Source: an optimization exercise on an open RTL-to-GDS flow (aim: small area, a short achievable clock period and few clock cycles). Production flows keep margins and buffers that such runs may drop.
Where RTL was checked, it was by simulation tests only, not by an equivalence proof against the original.

==> onyx: inputs <==
## kz_flow_policer
module kz_flow_policer (
    input  wire         clk,
    input  wire         rst,
    input  wire         req_valid,
    output wire         req_ready,
    input  wire [2:0]   req_op,
    input  wire [1:0]   req_idx,
    input  wire [15:0]  req_now,
    input  wire [2:0]   req_cost,
    input  wire [2:0]   req_class,
    input  wire         req_yellow,
    input  wire         req_posted,
    input  wire [127:0] req_data,
    output reg          resp_valid,
    output reg  [2:0]   resp_result,
    output reg  [2:0]   resp_class,
    output reg          resp_never,
    output reg          resp_forgiven,
    output reg  [127:0] resp_ctx
);
    localparam OP_FETCH   = 3'd0;
    localparam OP_ARRIVE  = 3'd1;
    localparam OP_DECIDE  = 3'd2;
    localparam OP_CONFIG  = 3'd3;
    localparam OP_REFRESH = 3'd4;
    localparam RES_DONE    = 3'd0;
    localparam RES_GREEN   = 3'd1;
    localparam RES_YELLOW  = 3'd2;
    localparam RES_SHAPER  = 3'd3;
    localparam RES_RED     = 3'd4;
    localparam RES_DISCARD = 3'd5;
    assign req_ready = 1'b1;
    reg         v_q;
    reg [2:0]   op_q;
    reg [1:0]   idx_q;
    reg [15:0]  now_q;
    reg [2:0]   cost_q;
    reg [2:0]   class_q;
    reg         yellow_q;
    reg         posted_q;
    reg [124:0] data_q;      
    always @(posedge clk) begin
        v_q      <= req_valid && !rst;
        op_q     <= req_op;
        idx_q    <= req_idx;
        now_q    <= req_now;
        cost_q   <= req_cost;
        class_q  <= req_class;
        yellow_q <= req_yellow;
        posted_q <= req_posted;
        data_q   <= req_data[124:0];
    end
    reg [15:0]        last_q   [0:3];
    reg [26:0]        tc_q     [0:3];    
    reg [26:0]        tp_q     [0:3];
    reg signed [27:0] credit_q [0:3];    
    reg [7:0]         qcount_q [0:3];    
    reg [60:0]        cfg_q    [0:3];    
  ...
make LEC_CHECK=0 CAP_MARGIN=20 CORE_MARGIN=2 CORE_UTILIZATION=40 SETUP_SLACK_MARGIN=0.3 SLEW_MARGIN=20 finish   # period 20.0 ns
run.sh (not shown) runs the stock make flow with config.mk's settings and CLKGATE_MAP_FILE= SYNTH_SCRIPT=/design/flow/synth_recipe.tcl, a recipe that flattens the netlist after the stock synthesis.
==> inputs of yarrow, as changes to onyx <==
==> flow/design.v (replaced) <==
module kz_flow_policer (
    input  wire         clk,
    input  wire         rst,
    input  wire         req_valid,
    output wire         req_ready,
    input  wire [2:0]   req_op,
    input  wire [1:0]   req_idx,
    input  wire [15:0]  req_now,
    input  wire [2:0]   req_cost,
    input  wire [2:0]   req_class,
    input  wire         req_yellow,
    input  wire         req_posted,
    input  wire [127:0] req_data,
    output reg          resp_valid,
    output reg  [2:0]   resp_result,
    output reg  [2:0]   resp_class,
    output reg          resp_never,
    output reg          resp_forgiven,
    output reg  [127:0] resp_ctx
);
    localparam OP_FETCH   = 3'd0;
    localparam OP_ARRIVE  = 3'd1;
    localparam OP_DECIDE  = 3'd2;
    localparam OP_CONFIG  = 3'd3;
    localparam OP_REFRESH = 3'd4;
    localparam RES_DONE    = 3'd0;
    localparam RES_GREEN   = 3'd1;
    localparam RES_YELLOW  = 3'd2;
    localparam RES_SHAPER  = 3'd3;
    localparam RES_RED     = 3'd4;
    localparam RES_DISCARD = 3'd5;
    assign req_ready = 1'b1;
    reg [15:0]        last_q   [0:3];
    reg [26:0]        tc_q     [0:3];    
    reg [26:0]        tp_q     [0:3];
    reg signed [27:0] credit_q [0:3];    
    reg [7:0]         qcount_q [0:3];    
    reg [60:0]        cfg_q    [0:3];    
    reg         v_q;
    reg [2:0]   op_q;
    reg [1:0]   idx_q;
    reg [15:0]  now_q;
    reg [2:0]   cost_q;
    reg [2:0]   class_q;
    reg         yellow_q;
    reg         posted_q;
    reg [124:0] data_q;      
    reg [15:0]  dt_q;        
    reg [32:0]  rates_q;     
    reg         same_q;      
    wire [15:0] last_n;
    wire [60:0] cfg_n;
    wire        fwd      = v_q && (idx_q == req_idx);
    wire [60:0] cfg_s    = cfg_q[req_idx];
    wire [15:0] last_in  = fwd ? last_n : last_q[req_idx];
    wire [32:0] rates_in = fwd ? cfg_n[32:0] : cfg_s[32:0];
    wire [1:0]  otag_in  = fwd ? cfg_n[60:59] : cfg_s[60:59];
    always @(posedge clk) begin
        v_q      <= req_valid && !rst;
        op_q     <= req_op;
        idx_q    <= req_idx;
        now_q    <= req_now;
        cost_q   <= req_cost;
        class_q  <= req_class;
        yellow_q <= req_yellow;
        posted_q <= req_posted;
        data_q   <= req_data[124:0];
        dt_q     <= req_now - last_in;
        rates_q  <= rates_in;
        same_q   <= (req_data[124:123] == otag_in);
    end
    wire [15:0]        last   = last_q[idx_q];
    wire [26:0]        tc     = tc_q[idx_q];
    wire [26:0]        tp     = tp_q[idx_q];
    wire signed [27:0] credit = credit_q[idx_q];
    wire [7:0]         qcount = qcount_q[idx_q];
    wire [60:0]        cfg    = cfg_q[idx_q];
    wire [10:0] cir      = cfg[10:0];
    wire [10:0] pir      = cfg[21:11];
    wire [10:0] slope    = cfg[32:22];
    wire [5:0]  cbs      = cfg[38:33];
    wire [5:0]  pbs      = cfg[44:39];
    wire [5:0]  hicredit = cfg[50:45];
    wire [1:0]  shape    = cfg[52:51];
    wire [1:0]  meter    = cfg[54:53];
    wire        red_drop = cfg[55];
    wire [1:0]  yclass   = cfg[58:57];
    wire shape_credit = (shape == 2'b01);
    wire meter_on     = (meter == 2'b01) || (meter == 2'b10);
    wire meter_aware  = (meter == 2'b10);
    function [26:0] size16;
        input [5:0] code;
        size16 = (code == 6'd0) ? 27'd0 : ({7'd0, 1'b1, code[2:0], 16'd0} << code[5:3]);
    endfunction
    function [27:0] growth;
        input [10:0] code;
        input [15:0] d;
        reg   [22:0] p;
        reg   [37:0] s;
        begin
            p = code[6:0] * d;
            s = {15'd0, p} << code[10:7];
            growth = {|s[37:27], s[26:0]};
        end
    endfunction
    function [28:0] growth28;
        input [10:0] code;
        input [15:0] d;
        reg   [22:0] p;
        reg   [37:0] s;
        begin
            p = code[6:0] * d;
            s = {15'd0, p} << code[10:7];
            growth28 = {|s[37:28], s[27:0]};
        end
    endfunction
    wire [26:0] capc = size16(cbs);
    wire [26:0] capp = size16(pbs);
    wire [26:0] caps = size16(hicredit);
    wire [26:0] need = {8'd0, cost_q, 16'd0};
    wire [27:0] gc = growth(rates_q[10:0], dt_q);
    wire [27:0] gp = growth(rates_q[21:11], dt_q);
    wire [28:0] gs = growth28(rates_q[32:22], dt_q);
    wire [27:0] tc_room = {1'b0, capc} - {1'b0, tc};
    wire [27:0] tc_gap  = {1'b0, need} - {1'b0, tc};
    wire        tc_over = gc[27] || tc_room[27] || (gc[26:0] > tc_room[26:0]);
    wire [26:0] tc_sum  = tc + gc[26:0];
    wire [26:0] tc_upd  = tc_over ? capc : tc_sum;
    wire [26:0] tc_dec  = tc_over ? {capc[26:16] - {8'd0, cost_q}, capc[15:0]}
                                  : {tc_sum[26:16] - {8'd0, cost_q}, tc_sum[15:0]};
    wire        tc_short = tc_over ? (capc[26:16] < {8'd0, cost_q})
                                   : (!tc_gap[27] && (gc[26:0] < tc_gap[26:0]));
    wire [27:0] tp_room = {1'b0, capp} - {1'b0, tp};
    wire [27:0] tp_gap  = {1'b0, need} - {1'b0, tp};
    wire        tp_over = gp[27] || tp_room[27] || (gp[26:0] > tp_room[26:0]);
    wire [26:0] tp_sum  = tp + gp[26:0];
    wire [26:0] tp_upd  = tp_over ? capp : tp_sum;
    wire [26:0] tp_dec  = tp_over ? {capp[26:16] - {8'd0, cost_q}, capp[15:0]}
                                  : {tp_sum[26:16] - {8'd0, cost_q}, tp_sum[15:0]};
    wire        tp_short = tp_over ? (capp[26:16] < {8'd0, cost_q})
                                   : (!tp_gap[27] && (gp[26:0] < tp_gap[26:0]));
    wire [26:0]        cr_lim  = (qcount != 8'd0) ? caps : 27'd0;
    wire signed [28:0] cr_room = $signed({2'b00, cr_lim}) - {credit[27], credit};
    wire signed [28:0] cr_gap  = $signed({2'b00, need}) - {credit[27], credit};
    wire signed [28:0] cr_neg  = -{credit[27], credit};
    wire               cr_over = gs[28] || cr_room[28] || (gs[27:0] > cr_room[27:0]);
    wire signed [27:0] cr_sum  = credit + gs[27:0];
    wire               cr_below = credit[27] && !gs[28] && (gs[27:0] < cr_neg[27:0]);
    wire               cr_above = cr_gap[28] || gs[28] || (gs[27:0] > cr_gap[27:0]);
    wire signed [27:0] credit_upd = !shape_credit ? credit :
                                    cr_over ? $signed({1'b0, cr_lim}) : cr_sum;
    wire               upd_neg    = shape_credit ? cr_below : credit[27];
    wire col_red    = meter_on && tp_short;
    wire col_yellow = meter_on && !tp_short && (tc_short || (meter_aware && yellow_q));
    wire shaper_hold = shape_credit && cr_below;
    wire as_red      = col_red || (col_yellow && (class_q == 3'd1));
    wire discard     = as_red && posted_q && red_drop;
    wire        never    = (pir[6:0] == 7'd0) || (capp[26:16] < {8'd0, cost_q});
    wire [2:0] ycls      = (yclass == 2'b00) ? 3'd5 : (yclass == 2'b01) ? 3'd6 : 3'd7;
    wire [2:0] yel_class = (class_q > ycls) ? class_q : ycls;
    wire [26:0] tp_sent = meter_on ? tp_dec : tp_upd;
    wire [26:0] tc_sent = (meter_on && !col_yellow) ? tc_dec : tc_upd;
    wire signed [27:0] cr_lim_dec = {{1'b0, cr_lim[26:16]} - {9'd0, cost_q}, cr_lim[15:0]};
    wire signed [27:0] cr_sum_dec = {cr_sum[27:16] - {9'd0, cost_q}, cr_sum[15:0]};
    wire signed [27:0] credit_charged = !shape_credit ? credit :
                                        cr_over ? cr_lim_dec : cr_sum_dec;
    wire        cc_pos = !shape_credit ? (!credit[27] && (credit[26:0] != 27'd0)) :
                         cr_over ? (cr_lim[26:16] > {8'd0, cost_q}) : cr_above;
    wire [7:0]  q_dec = (qcount == 8'd0) ? 8'd0 : (qcount - 8'd1);
    wire signed [27:0] credit_sent = ((q_dec == 8'd0) && cc_pos) ? 28'sd0 : credit_charged;
    wire [60:0] new_cfg = data_q[124:64];
    wire        same_tag = same_q;
    wire        shaper_chg = (new_cfg[52:51] != shape) || (new_cfg[32:22] != slope) ||
                             (new_cfg[50:45] != hicredit);
    wire        meter_chg  = (new_cfg[54:53] != meter) || (new_cfg[10:0] != cir) ||
                             (new_cfg[21:11] != pir) || (new_cfg[38:33] != cbs) ||
                             (new_cfg[44:39] != pbs);
    wire        full_reset = new_cfg[56];
    wire [26:0] n_capc = size16(new_cfg[38:33]);
    wire [26:0] n_capp = size16(new_cfg[44:39]);
    wire [26:0] n_caps = size16(new_cfg[50:45]);
    wire keep_last = (op_q[2] && (op_q[1:0] != 2'b00)) || ((op_q == OP_CONFIG) && same_tag);
    assign last_n = (op_q == OP_FETCH) ? data_q[15:0] : keep_last ? last : now_q;
    reg [26:0]        tc_n;
    reg [26:0]        tp_n;
    reg signed [27:0] credit_n;
    reg [7:0]         qcount_n;
    reg [60:0]        cfg_nx;
    reg [2:0]         result_n;
    reg [2:0]         class_n;
    reg               never_n;
    reg               forgiven_n;
    always @(*) begin
        tc_n       = tc_upd;
        tp_n       = tp_upd;
        credit_n   = credit_upd;
        qcount_n   = qcount;
        cfg_nx     = cfg;
        result_n   = RES_DONE;
        class_n    = 3'd0;
        never_n    = 1'b0;
        forgiven_n = 1'b0;
        case (op_q)
            OP_FETCH: begin
                tc_n     = {data_q[29:16], 13'd0};
                tp_n     = {data_q[43:30], 13'd0};
                credit_n = {data_q[58:44], 13'd0};
                qcount_n = 8'd0;
                cfg_nx   = data_q[124:64];
            end
            OP_ARRIVE: begin
                qcount_n = (qcount == 8'hFF) ? 8'hFF : (qcount + 8'd1);
            end
            OP_DECIDE: begin
                if (shaper_hold) begin
                    result_n = RES_SHAPER;
                end else if (as_red) begin
                    if (discard) begin
                        result_n = RES_DISCARD;
                        qcount_n = q_dec;
                    end else begin
                        result_n = RES_RED;
                        never_n  = never;
                    end
                end else begin
                    result_n = col_yellow ? RES_YELLOW : RES_GREEN;
                    class_n  = col_yellow ? yel_class : class_q;
                    tp_n     = tp_sent;
                    tc_n     = tc_sent;
                    credit_n = credit_sent;
                    qcount_n = q_dec;
                end
            end
            OP_CONFIG: begin
                if (same_tag) begin
                    tc_n     = tc;
                    tp_n     = tp;
                    credit_n = credit;
                end else begin
                    cfg_nx = new_cfg;
                    if (shaper_chg) begin
                        forgiven_n = upd_neg;
                        credit_n   = full_reset ? $signed({1'b0, n_caps}) : 28'sd0;
                    end
                    if (meter_chg) begin
                        tc_n = full_reset ? n_capc : 27'd0;
                        tp_n = full_reset ? n_capp : 27'd0;
                    end
                end
            end
            OP_REFRESH: begin
            end
            default: begin
                tc_n     = tc;
                tp_n     = tp;
                credit_n = credit;
            end
        endcase
    end
    assign cfg_n = cfg_nx;
    wire [13:0] tc_bank = tc_n[26:13];    
    wire [13:0] tp_bank = tp_n[26:13];
    wire [14:0] cr_bank = (cfg_n[52:51] == 2'b10) ? 15'd0 : credit_n[27:13];   
    wire [4:0]  q_bank  = (qcount_n[7:5] != 3'd0) ? 5'd31 : qcount_n[4:0];
    wire [127:0] ctx_bank = {3'b000, cfg_n, q_bank, cr_bank, tp_bank, tc_bank, last_n};
    always @(posedge clk) begin
        if (v_q) begin
            last_q[idx_q]   <= last_n;
            tc_q[idx_q]     <= tc_n;
            tp_q[idx_q]     <= tp_n;
            credit_q[idx_q] <= credit_n;
            qcount_q[idx_q] <= qcount_n;
            cfg_q[idx_q]    <= cfg_n;
        end
    end
    always @(posedge clk) begin
        resp_valid    <= v_q && !rst;
        resp_result   <= result_n;
        resp_class    <= class_n;
        resp_never    <= never_n;
        resp_forgiven <= forgiven_n;
        resp_ctx      <= ctx_bank;
    end
endmodule
==> flow/flow/run.sh (new file) <==
#!/bin/bash
set -euo pipefail
bash standard.sh SETUP_SLACK_MARGIN=13 finish > make_finish.log 2>&1
==> flow/standard.sh (new file) <==
#!/bin/bash
# synth_recipe.tcl (not shown) runs the flow's synth.tcl, then flattens the netlist and writes it again
# the make line also repeats each setting of config.mk as NAME=value (left out here)
make -C /OpenROAD-flow-scripts/flow DESIGN_CONFIG=/design/flow/config.mk WORK_HOME=/design/flow/orfs CLKGATE_MAP_FILE= SYNTH_SCRIPT=/design/flow/synth_recipe.tcl "${@:-finish}"
- ABC_AREA: not set -> 1
removed: flow/run.sh
==> inputs of pepper, as changes to onyx <==
==> flow/flow/run.sh (new file) <==
#!/bin/bash
# Standard ORFS layout, with timing repair aimed at a larger setup margin.
set -euo pipefail
bash standard.sh SETUP_SLACK_MARGIN=12 finish > make_finish.log 2>&1
==> flow/standard.sh (new file) <==
#!/bin/bash
# synth_recipe.tcl (not shown) runs the flow's synth.tcl, then flattens the netlist and writes it again
# the make line also repeats each setting of config.mk as NAME=value (left out here)
make -C /OpenROAD-flow-scripts/flow DESIGN_CONFIG=/design/flow/config.mk WORK_HOME=/design/flow/orfs CLKGATE_MAP_FILE= SYNTH_SCRIPT=/design/flow/synth_recipe.tcl "${@:-finish}"
removed: flow/run.sh
==> impl_metrics.toml <==
[grt]
grt_pass1_vias = 43937
grt_pass1_wl_mm = 274

[setup_path]
critPathMaxStageDelay_ns = 0.63

[run_status]
status = "no timing/DRC/antenna violations"

[floorplan]
coreArea_sq_mm = 0.146
dieArea_sq_mm = 0.150
The numbers above come from onyx.

==> impl_metrics.toml <==
[final_layout]
final_core_util_pct = 51.3

[grt]
grt_pass1_vias = 58781
grt.met2_usage_pct = 41.8
grt_pass1_wl_mm = 361

[setup_path]
critPathMaxStageDelay_ns = 0.55

[floorplan]
coreArea_sq_mm = 0.170
dieArea_sq_mm = 0.175

[yosys]
synth_top_cell_by_area = "edfxtp_1"

[sta]
setup_viol = 0

[run_status]
status = "no timing/DRC/antenna violations"
The numbers above come from yarrow.

==> impl_metrics.toml <==
[cts]
cts_buffers = 101

[setup_path]
reg2reg_from = "idx_q[0]$_DFF_P_"
critPathMaxStageDelay_ns = 0.57

[grt]
grt_pass1_wl_mm = 281
grt_pass1_vias = 45154

[worst_hold_path]
hold_depth = 2

[run_status]
status = "no timing/DRC/antenna violations"

[final_layout]
largest_reg_flops = 244
The numbers above come from pepper.

Testbench counts of yarrow, summed over its fixed seeds: cycles 16,016.
Function not checked in onyx and pepper: the RTL went through the layout flow alone.

afterwards: timing with drivers on the ports:
In the flow no input, the clock included, has a driving cell. The finished layouts below were timed again as built, in two steps.
Step 1: set_driving_cell puts a clkbuf_16 on clk and a buf_2 on each other input, an assumption about the parent block.
Step 2 moves the port delays by t, midway between the first and last clock arrival at a register: inputs arrive t later, outputs are due t later. That takes back most of the time a late clock gives input paths.
a / b / c = ideal / step 1 / step 2; a / b = the first two.
run	t, ns	setup WS [ns]	hold slack, ns	pins driven straight from the clock port
onyx	0.786	1.182 / 1.182 / 1.182	0.498 / 0.498 / 0.498	1
yarrow	0.818	11.751 / 11.751 / 11.751	0.477 / 0.477 / 0.477	1
pepper	0.801	4.731 / 4.731 / 4.731	0.509 / 0.509 / 0.509	1
After both steps setup and hold are still met in every run listed.
